Background: an optimization exercise with open tools, aiming at small area and a short achievable clock period. Do not read the settings as production practice. No functional check of the RTL was part of any run shown here. Power figures rest on the tool's default switching activity, not on a simulated workload.

==> flow/design.v, too long to show whole: its modules and the start of the top module <==
// module hb1dec: 839 lines
// module hb1dec_fa: 4 lines
// module hb1dec_ha: 4 lines
module hb1dec (
    input  wire        clk,
    input  wire        rst,         
    input  wire        in_valid,
    input  wire [31:0] in_data,
    output reg         out_valid,
    output reg  [31:0] out_data
);
  // ...
==> flow/flow/run.sh <==
#!/bin/bash
# The standard layout (the standard.sh), with the port buffers made of
# buf_2 cells instead of the cell buffer_ports picks by default, and clock
# tree synthesis without dummy loads.
set -euo pipefail
export BUFFER_PORTS_ARGS="-buffer_cell sky130_fd_sc_hd__buf_2"
export CTS_ARGS="-sink_clustering_enable -repair_clock_nets -sink_clustering_size 24 -sink_clustering_max_diameter 100 -dont_use_dummy_load"
bash standard.sh > standard.log 2>&1
==> flow/standard.sh <==
#!/bin/bash
# synth_recipe.tcl (not shown) runs the flow's synth.tcl, then flattens the netlist and writes it again
# the make line also repeats each setting of config.mk as NAME=value (left out here)
make -C /OpenROAD-flow-scripts/flow DESIGN_CONFIG=/design/flow/config.mk WORK_HOME=/design/flow/orfs CLKGATE_MAP_FILE= SYNTH_SCRIPT=/design/flow/synth_recipe.tcl "${@:-finish}"
==> flow/config.mk <==
export PLATFORM = sky130hd
export DESIGN_NAME = hb1dec
export DESIGN_NICKNAME = hb1dec
export VERILOG_FILES = /design/flow/design.v
export SDC_FILE = /design/flow/constraint.sdc
export NUM_CORES = 4
export LEC_CHECK = 0
export CAP_MARGIN = 20
export CORE_MARGIN = 2
export CORE_UTILIZATION = 60
export SLEW_MARGIN = 20
export SYNTH_HIERARCHICAL = 1
export SYNTH_MINIMUM_KEEP_SIZE = 0
==> flow/constraint.sdc <==
create_clock -name core_clock -period 18.0 [get_ports {clk}]
set_input_delay 3.6000 -clock core_clock [delete_from_list [all_inputs] [get_ports {clk}]]
set_output_delay 3.6000 -clock core_clock [all_outputs]
set_load 0.01 [all_outputs]
==> reports/results.ini, run 1 <==
[logic_synthesis]
synth.most_common_cell = fa_1
synth_xor_area_share_pct = 1.50
synth_top_area_share_pct = 37.9
synth_area_leaders = edfxtp_1, fa_1, dfxtp_1
avgSynthCellArea_um2 = 15.6

[clocking]
cts-hold-fix-buffers = 0
ctsResizeCount = 0
clkLatencyLatePin_ns = 0.60
path_clk_slew_ns = 0.09

[detailed_routing]
via_per_inst = 5.89
wire_per_inst_um = 27.8

[setup_path]
critPathTopFamily = buffers and inverters
ff2ff_path_depth = 8
cpMaxStageDelayCell = buf_4
cp_slowest_stage_delay_ns = 0.73

[timing]
hold_ws_ns = 0.333
fin_setup_tns_ns = 0
final_max_slew_viol_count = 0

[floorplanning]
die-area_um2 = 63300
rows = 90
taps = 782

[final_layout]
seq_share_pct = 51.1
utilization_pct = 64.5
final_cell_mix = fa_1, edfxtp_1, dfxtp_1
largest_class = registers

[power_and_ir_drop]
p_leak_uw = 0.0128
swShare_pct = 32.2
finalPower_uw = 4370
seq_power_uw = 2250

[status]
outcome = no timing/DRC/antenna violations

[placed_design]
pre_cts_slack_ns = 12.40

[min_path]
min_path_cells = 0

[flow_run]
maxCapViolations = 0

==> run 2, diff against run 1 <==
==> flow/flow/run.sh (replaced) <==
#!/bin/bash
# The standard layout (the standard.sh), with the port buffers made of
# buf_2 cells instead of the cell buffer_ports picks by default.
set -euo pipefail
export BUFFER_PORTS_ARGS="-buffer_cell sky130_fd_sc_hd__buf_2"
bash standard.sh > standard.log 2>&1
--- a/flow/config.mk
+++ b/flow/config.mk
@@ -10,2 +10,4 @@
 export CORE_UTILIZATION = 60
+export CTS_CLUSTER_DIAMETER = 100
+export CTS_CLUSTER_SIZE = 24
 export SLEW_MARGIN = 20
==> reports/results.ini, run 2 <==
[status]
outcome = no timing/DRC/antenna violations  ; unchanged

[logic_synthesis]
synthTopCellsByCount = fa_1, edfxtp_1, dfxtp_1  ; unchanged
synth.most_common_cell = fa_1  ; unchanged
synth_area_leaders = edfxtp_1, fa_1, dfxtp_1  ; unchanged
synth_area_leader_cell = edfxtp_1  ; unchanged
avgSynthCellArea_um2 = 15.6  ; unchanged
synthArstFlopShare_pct = 0  ; unchanged
synth_top_area_share_pct = 37.9  ; unchanged
ys.warnings.count = 7  ; unchanged
synth_seq_area_share_pct = 54.2  ; unchanged
synth_area_um2 = 36800  ; unchanged
synthFlopType = edfxtp_1  ; unchanged
ys_ff_latch = 764  ; unchanged
ys_types = 72  ; unchanged
synth_edf_count = 464  ; unchanged
syn-instance-count = 2364  ; unchanged

[timing]
hold_viol_final = 0  ; unchanged
final_max_slew_viol_count = 0  ; unchanged
setup_viol = 0  ; unchanged
fmax_mhz = 209  ; was 207 MHz
maxSlewHeadroom_pct = 28.0  ; was 29.5%
tightest_slew_ns = 1.07  ; was 1.06 ns
fin_crit_sh_pct = 26.6  ; was 26.8%
hold_ws_ns = 0.334  ; was 0.333 ns
fin_setup_tns_ns = 0  ; unchanged
fin_skew_ns = 0.0305  ; was 0.0655 ns
rsz0062_at_grt = false  ; unchanged
finalCriticalPeriod_ns = 4.79  ; was 4.82 ns

[power_and_ir_drop]
ir_drop_mv = 0.102  ; was 0.0996 mV
p_leak_uw = 0.0129  ; was 0.0128 µW
pwr_density_cell_nw_per_um2 = 114  ; was 112 nW/µm²
finalPower_uw = 4460  ; was 4370 µW

[final_layout]
largestRegisters = rx: 34 flops, u: 34 flops, ry: 33 flops  ; unchanged
final_cell_mix = fa_1, edfxtp_1, dfxtp_1  ; unchanged
layout_commonest_cell = fa_1  ; unchanged
drive_gt1_share_pct = 7.81  ; was 7.53%
area_growth_pct = 6.63  ; was 5.96%
fillers = 4351  ; was 4,354
nets = 3052  ; unchanged
final_cells = 3242  ; was 3,211

[setup_path]
critPathCaptureType = register  ; unchanged
path_buf_inv = 2  ; unchanged
r2r-end = ry[18]  ; unchanged
cp_slowest_stage_delay_ns = 0.73  ; about the same
setup.worst_path.start = in_valid  ; unchanged
criticalPathCategory = input pin to register  ; unchanged
cpMaxStageDelayCell = buf_4  ; unchanged
start_kind = input pin  ; unchanged
critPathTopFamily = buffers and inverters  ; unchanged
crit_arrival_ns = 5.02  ; was 5.01 ns
ff2ff_path_depth = 8  ; unchanged
required_ns = 18.23  ; was 18.19 ns
regToRegSetupSlack_ns = 13.29  ; was 13.26 ns
cp_max_fo = 80  ; unchanged
timing.rr.start = pr3[6]  ; unchanged
path_cells = buf_2, ha_1, or2_4, buf_4  ; unchanged

[global_route]
grt_pass1_vias = 20000  ; was 19,900
antenna_found_initial = 2  ; was 1
grt_max_degree = 81  ; unchanged
grt_pass1_wl_um = 131000  ; was 130,000 µm
overflow = 0  ; unchanged
grt_usage_pct = 29.2  ; was 29.1%

[detailed_routing]
wl_um = 89300  ; about the same
drtPass1Iterations = 5  ; unchanged
drt-initial-drc-count = 1896  ; was 2,006
via_per_inst = 5.85  ; was 5.89
wire_per_inst_um = 27.6  ; was 27.8 µm
num_vias = 19000  ; was 18,900
ant_nets = 0  ; unchanged
drc = 0  ; unchanged

[floorplanning]
floorplan.initialDensity_pct = 60.9  ; unchanged
core_area_um2 = 60500  ; unchanged
rows = 90  ; unchanged
die-area_um2 = 63300  ; unchanged
die_w_um = 252  ; unchanged
pin_count = 68  ; unchanged
die_y_um = 252  ; unchanged

[clocking]
path_clk_slew_ns = 0.09  ; about the same
clock_sinks = 764  ; unchanged
numCtsBuffers = 40  ; unchanged
htreeDepth = 2  ; unchanged
postCtsSetupBuffers = 0  ; unchanged
cts_buffer_depth = 3  ; unchanged
ctsResizeCount = 0  ; unchanged
clockRootBuffer = clkbuf_16  ; unchanged
clkLatencyLatePin_ns = 0.62  ; was 0.60 ns
cts-hold-fix-buffers = 0  ; unchanged
cts_tree = yes  ; unchanged

[placed_design]
gp_congestion = 1.01  ; unchanged
port_buffers = 67  ; unchanged
place_inst = 3170  ; unchanged
hpwl_um = 70900  ; unchanged

[min_path]
min_path_cells = 0  ; unchanged
min_path_type = register to register  ; unchanged
min-delay-start = ecr[16]  ; unchanged
min_to = rx[32]  ; unchanged

[flow_run]
maxCapViolations = 0  ; unchanged

[run 2: report_power, final]
| group | total, µW | leakage, µW | switching [µW] | internal [µW] |
|---|---|---|---|---|
| Combinational | 1210 | 0.00550 | 728 | 478 |
| Clock | 1010 | 0.000590 | 565 | 442 |
| Sequential | 2250 | 0.00685 | 160 | 2090 |
| Total | 4460 | 0.0129 | 1450 | 3010 |
[run 2: metal layers]
metal | vias to the layer above | global-route usage, % | routed length [µm]
met5 | - | 0 | 10
met4 | 2 | 10.6 | 3600
met3 | 143 | 5.84 | 7110
met2 | 786 | 46.3 | 42200
met1 | 9945 | 40.8 | 36400
li1 | 8082 | - | -
[run 2: worst max-delay path by stage]
stage                    to  slack (ns)  cells after the start
floorplan            os0[0]       11.76                      3
global placement     os0[1]       12.46                      3
detailed placement   os0[2]       12.40                      3
CTS                  os1[4]       13.06                      3
global route        os7[10]       13.10                      4
finish               os6[7]       13.21                      4
[run 2: through the flow]
step	worst slack [ns]	util [%]	area (µm²)
floorplan	11.76	-	36800
global placement	12.46	62.8	38000
detailed placement	12.40	62.8	38000
CTS	13.06	64.8	39200
global route	13.10	64.9	39200
finish	13.21	64.9	39200
[run 2: logic make-up after synthesis]
kind of cell             share of synthesized area, %
XOR/XNOR                                         1.50
other                                          0.0204
flip-flops                                       54.2
buffers and inverters                            2.40
AND/OR/NAND/NOR                                  6.08
adder cells (fa/ha/maj)                          30.7
multiplexers                                     1.18
AO/OA/AOI/OAI                                    3.94
[run 2: area by class of cell]
type                            instances  area (µm²)  share of cell area (%)
Tap cell                              782         978                    2.49
Antenna cell                            1        2.50                 0.00638
Multi-Input combinational cell       1390       16000                    40.9
Sequential cell                       764       19900                    50.8
Clock inverter                          8         139                   0.354
Timing Repair Buffer                   82         468                    1.19
Inverter                              153         574                    1.46
Clock buffer                           62        1100                    2.82
[run 2: per-module statistics from Yosys (local to each module, per instance)]
module / cells inside / flip-flops and latches / times used / area, µm²
hb1dec_fa: 1 / 0 / 526 / 20.0
hb1dec_ha: 1 / 0 / 9 / 12.5
hb1dec: 1829 / 764 / 1 / 26200

## afterwards: timing with drivers on the ports
In the flow no input, the clock included, has a driving cell. The finished layouts below were timed again as built, in two steps.
Step 1 sets driving cells, clkbuf_16 on the clock port and buf_2 on the other inputs (assumed; they add their load-dependent delay and slew).
Step 2 times the ports against the registers' clock, not the clock port: input delays grow and output delays shrink by t, the midpoint of the rising clock arrivals with the driver on.
Three values: no drivers, after step 1, after step 2; two values: the first two.
run	shift t [ns]	slack for setup (ns)	worst setup path at the end	cell pins on the clock port's net
run 1	0.634	13.181 / 13.223 / 12.589	input to register	1
run 2	0.662	13.210 / 13.252 / 12.590	input to register	1
After both steps setup and hold are still met in every run listed. The setup slack of run 2, which loses most, moves by +0.042 ns with the drivers and by -0.620 ns with both steps.
